Background: an optimization exercise with open tools, aiming at small area, a short achievable clock period and few clock cycles per item. Do not read the settings as production practice. Function was checked by simulation only, so behaviour that the tests miss may differ from the original.

==> ember <==
Design tally_unit, start of the top module:
module tally_unit (
    input  wire        clk,
    input  wire        rst,
    input  wire        in_valid,
    output wire        in_ready,
    input  wire [7:0]  in_j,
    input  wire [63:0] in_crc_old,
    input  wire [63:0] in_old,
    input  wire [63:0] in_new,
    output wire        out_valid,
    input  wire        out_ready,
    output reg  [63:0] out_crc
);
==> module tally_unit, before the edit <==
module tally_unit (
    input  wire        clk,
    input  wire        rst,
    input  wire        in_valid,
    output wire        in_ready,
    input  wire [7:0]  in_j,
    input  wire [63:0] in_crc_old,
    input  wire [63:0] in_old,
    input  wire [63:0] in_new,
    output wire        out_valid,
    input  wire        out_ready,
    output reg  [63:0] out_crc
);
    localparam [63:0] POLY = 64'h42F0_E1EB_A9EA_3693;
    function [63:0] mulmod_step;
        input [63:0] r0;
        input [63:0] a;
        input [7:0]  d;
        integer i;
        reg [63:0] r;
        begin
            r = r0;
            for (i = 7; i >= 0; i = i - 1)
                r = {r[62:0], 1'b0} ^ (r[63] ? POLY : 64'h0) ^ (d[i] ? a : 64'h0);
            mulmod_step = r;
        end
    endfunction
    reg  [2:0]  bcnt;         
    reg         rdy;          
    reg         rdy0;         
    reg  [63:0] d_q;
    reg         v_q;          
    reg         l_q;          
    reg  [63:0] t_a;          
    reg  [7:0]  j_a;
    reg  [63:0] crc_old_a;
    reg         b_busy;
    reg  [2:0]  k;            
    reg  [63:0] t_b;
    reg  [63:0] crc_old_b;
    reg  [63:0] s_r;          
    reg  [7:0]  s_q;          
    reg  [63:0] prod;         
    reg         ov;
    wire b_last  = b_busy && (k == 3'd7);
    wire b_done  = b_last && !ov;
    wire b_step  = b_busy && !b_last;
    assign in_ready  = rdy;
    assign out_valid = ov;
    wire take  = in_valid && rdy;
    wire start = v_q && l_q;
    wire [2:0] bcnt_n   = take ? bcnt + 3'd1 : bcnt;
    wire       b_busy_n = start || (b_busy && !b_done);
    wire [2:0] k_n      = start ? 3'd0 : (b_step ? k + 3'd1 : k);
    wire       ov_n     = b_done || (ov && !out_ready);
    wire       rdy_n    = (bcnt_n != 3'd7) || !b_busy_n || (k_n[2:1] == 2'b11 && !ov_n);
    wire [63:0] crc_in = t_a ^ d_q;
    wire [63:0] crc_out;
    tally_crc_word u_crc (.x(crc_in), .y(crc_out));
    wire [63:0] shift_val;
    tally_shift_rom u_rom (
        .j   (j_a),
        .val (shift_val)
    );
    wire [7:0] s_next = s_r[8*(7 - k_n) +: 8];
    wire [63:0] step = mulmod_step(prod, t_b, s_q);
    always @(posedge clk) begin
        if (rst) begin
            bcnt   <= 3'd0;
            rdy    <= 1'b1;
            rdy0   <= 1'b1;
            v_q    <= 1'b0;
            b_busy <= 1'b0;
            k      <= 3'd0;
            ov     <= 1'b0;
        end else begin
            bcnt   <= bcnt_n;
            rdy    <= rdy_n;
            rdy0   <= rdy_n && (bcnt_n == 3'd0);
            v_q    <= take;
            b_busy <= b_busy_n;
            k      <= k_n;
            ov     <= ov_n;
        end
    end
    always @(posedge clk) begin
        d_q <= in_old ^ in_new;
        l_q <= (bcnt == 3'd7);
        if (rdy0) begin
            j_a       <= in_j;
            crc_old_a <= in_crc_old;
        end
        if (rst || start)
            t_a <= 64'h0;             
        else if (v_q)
            t_a <= crc_out;
        if (!b_busy || k[2:1] == 2'b11)
            s_r <= shift_val;
        if (start || b_step)
            s_q <= s_next;
        if (start) begin
            t_b       <= crc_out;
            crc_old_b <= crc_old_a;
            prod      <= 64'h0;
        end else if (b_step) begin
            prod      <= step;
        end
        if (b_done)
            out_crc <= crc_old_b ^ step;
    end
endmodule
==> flow/config.mk <==
export PLATFORM = sky130hd
export DESIGN_NAME = tally_unit
export DESIGN_NICKNAME = tally_unit
export VERILOG_FILES = /design/flow/design.v
export SDC_FILE = /design/flow/constraint.sdc
export NUM_CORES = 4
export LEC_CHECK = 0
export CAP_MARGIN = 20
export CORE_MARGIN = 2
export CORE_UTILIZATION = 24
export PLACE_DENSITY = 0.4
export SLEW_MARGIN = 20
export SYNTH_MEMORY_MAX_BITS = 16384
==> flow/constraint.sdc <==
create_clock -name core_clock -period 12.0 [get_ports {clk}]
set_input_delay 2.4000 -clock core_clock [delete_from_list [all_inputs] [get_ports {clk}]]
set_output_delay 2.4000 -clock core_clock [all_outputs]
set_load 0.01 [all_outputs]
standard.sh (not shown) runs the stock make flow with config.mk's settings and CLKGATE_MAP_FILE= SYNTH_SCRIPT=/design/flow/synth_recipe.tcl, a recipe that flattens the netlist after the stock synthesis.
==> flow/flow/run.sh <==
#!/bin/bash
# The standard layout (the design's SDC unchanged), with changes to how it
# is made: timing repair aims 8.5 ns below the clock period, the port buffers
# are buf_1 cells, and antenna repair after detailed routing may take up to
# 8 rounds.
set -euo pipefail
bash standard.sh "BUFFER_PORTS_ARGS=-buffer_cell sky130_fd_sc_hd__buf_1" SETUP_SLACK_MARGIN=8.5 MAX_REPAIR_ANTENNAS_ITER_DRT=8 finish > make_finish.log 2>&1
==> yarrow (differences from ember) <==
==> flow/run.sh (new file) <==
#!/bin/bash
# synth_recipe.tcl (not shown) runs the flow's synth.tcl, then flattens the netlist and writes it again
# the make line also repeats each setting of config.mk as NAME=value (left out here)
make -C /OpenROAD-flow-scripts/flow DESIGN_CONFIG=/design/flow/config.mk WORK_HOME=/design/flow/orfs CLKGATE_MAP_FILE= SYNTH_SCRIPT=/design/flow/synth_recipe.tcl finish
--- a/flow/config.mk
+++ b/flow/config.mk
@@ -6,8 +6,9 @@
 export NUM_CORES = 4
 export LEC_CHECK = 0
-export CAP_MARGIN = 20
+export CAP_MARGIN = 30
 export CORE_MARGIN = 2
 export CORE_UTILIZATION = 24
 export PLACE_DENSITY = 0.4
-export SLEW_MARGIN = 20
+export SETUP_SLACK_MARGIN = 5
+export SLEW_MARGIN = 30
 export SYNTH_MEMORY_MAX_BITS = 16384
removed: flow/flow/run.sh
removed: flow/standard.sh
==> harbor (differences from ember) <==
--- a/flow/design.v
+++ b/flow/design.v
@@ -26399,5 +26399,5 @@
     reg  [63:0] t_b;
     reg  [63:0] crc_old_b;
-    reg  [63:0] s_r;          
+    reg  [7:0]  j_r;          
     reg  [7:0]  s_q;          
     reg  [63:0] prod;         
@@ -26420,8 +26420,8 @@
     wire [63:0] shift_val;
     tally_shift_rom u_rom (
-        .j   (j_a),
+        .j   (j_r),
         .val (shift_val)
     );
-    wire [7:0] s_next = s_r[8*(7 - k_n) +: 8];
+    wire [7:0] s_next = shift_val[8*(7 - k_n) +: 8];
     wire [63:0] step = mulmod_step(prod, t_b, s_q);
     always @(posedge clk) begin
@@ -26456,5 +26456,5 @@
             t_a <= crc_out;
         if (!b_busy || k[2:1] == 2'b11)
-            s_r <= shift_val;
+            j_r <= j_a;
         if (start || b_step)
             s_q <= s_next;
==> flow/flow/run.sh (replaced) <==
#!/bin/bash
# The standard layout (the design's SDC unchanged), with two changes to how
# it is made: timing repair aims 8.5 ns below the clock period, and the port
# buffers are buf_1 cells.
set -euo pipefail
bash standard.sh "BUFFER_PORTS_ARGS=-buffer_cell sky130_fd_sc_hd__buf_1" SETUP_SLACK_MARGIN=8.5 finish > make_finish.log 2>&1
--- a/flow/config.mk
+++ b/flow/config.mk
@@ -8,6 +8,6 @@
 export CAP_MARGIN = 20
 export CORE_MARGIN = 2
-export CORE_UTILIZATION = 24
-export PLACE_DENSITY = 0.4
+export CORE_UTILIZATION = 28
+export PLACE_DENSITY = 0.45
 export SLEW_MARGIN = 20
 export SYNTH_MEMORY_MAX_BITS = 16384
==> qor summary <==
item                                                          ember                  harbor       yarrow
Number of H-tree levels                                           3                       2            3
Clock tree from TritonCTS                                     built                       -        built
Final-layout clock-cell area share                            3.82%                       -        4.35%
Area share of xor/xnor cells in the synthesized design        30.2%                   31.9%        30.2%
Critical Path Sink Type                                        flop                       -         flop
Mean Syn Cell Area                                       8.03 sq um              8.07 sq um   8.03 sq um
Slowest Stage Delay on Critical Path                        0.62 ns                       -      0.72 ns
Run status                                 timing/DRC/antenna clean  stopped before the end  timing/DRC/antenna clean
Failing step                                                      -          global routing            -
Top layer used by detailed routing                             met5                       -         met5
Vert. Die Dim                                           456 microns             413 microns  456 microns
Starting utilization of the core area                         24.2%                   28.1%        24.2%
Number of vias per cell after detailed routing                 6.48                       -         6.25
Non-clock inverter count                                         30                       -           29
Testbench counts of ember, summed over its fixed seeds: cycles 19,280, items 2,400.
Testbench counts of yarrow, summed over its fixed seeds: cycles 19,280, items 2,400.
Testbench counts of harbor, summed over its fixed seeds: cycles 19,280, items 2,400.

## static timing again, ports no longer ideal
No port has a modelled driver above. Below, the same layouts with a new extraction and two added sets of constraints. Step 1, drivers: a clkbuf_16 drives clk and a buf_2 each remaining input, both assumed. Step 2 times the ports against the registers' clock, not the clock port: input delays grow and output delays shrink by t, the midpoint of the rising clock arrivals with the driver on. a / b / c = no drivers / after step 1 / after step 2; a / b = the first two.
| run | shift t [ns] | setup WS [ns] | worst register clock-pin slew, ns | worst slew at a driven data input, ns |
|---|---|---|---|---|
| ember | 0.858 | 8.157 / 8.157 / 7.906 | 0.08 / 0.08 | 0.13 |
| yarrow | 0.863 | 6.448 / 6.448 / 6.448 | 0.07 / 0.07 | 0.12 |
After both steps every run listed still meets setup and hold. The setup slack of ember, which loses most, moves by 0.000 ns with the drivers and by -0.251 ns with both steps.
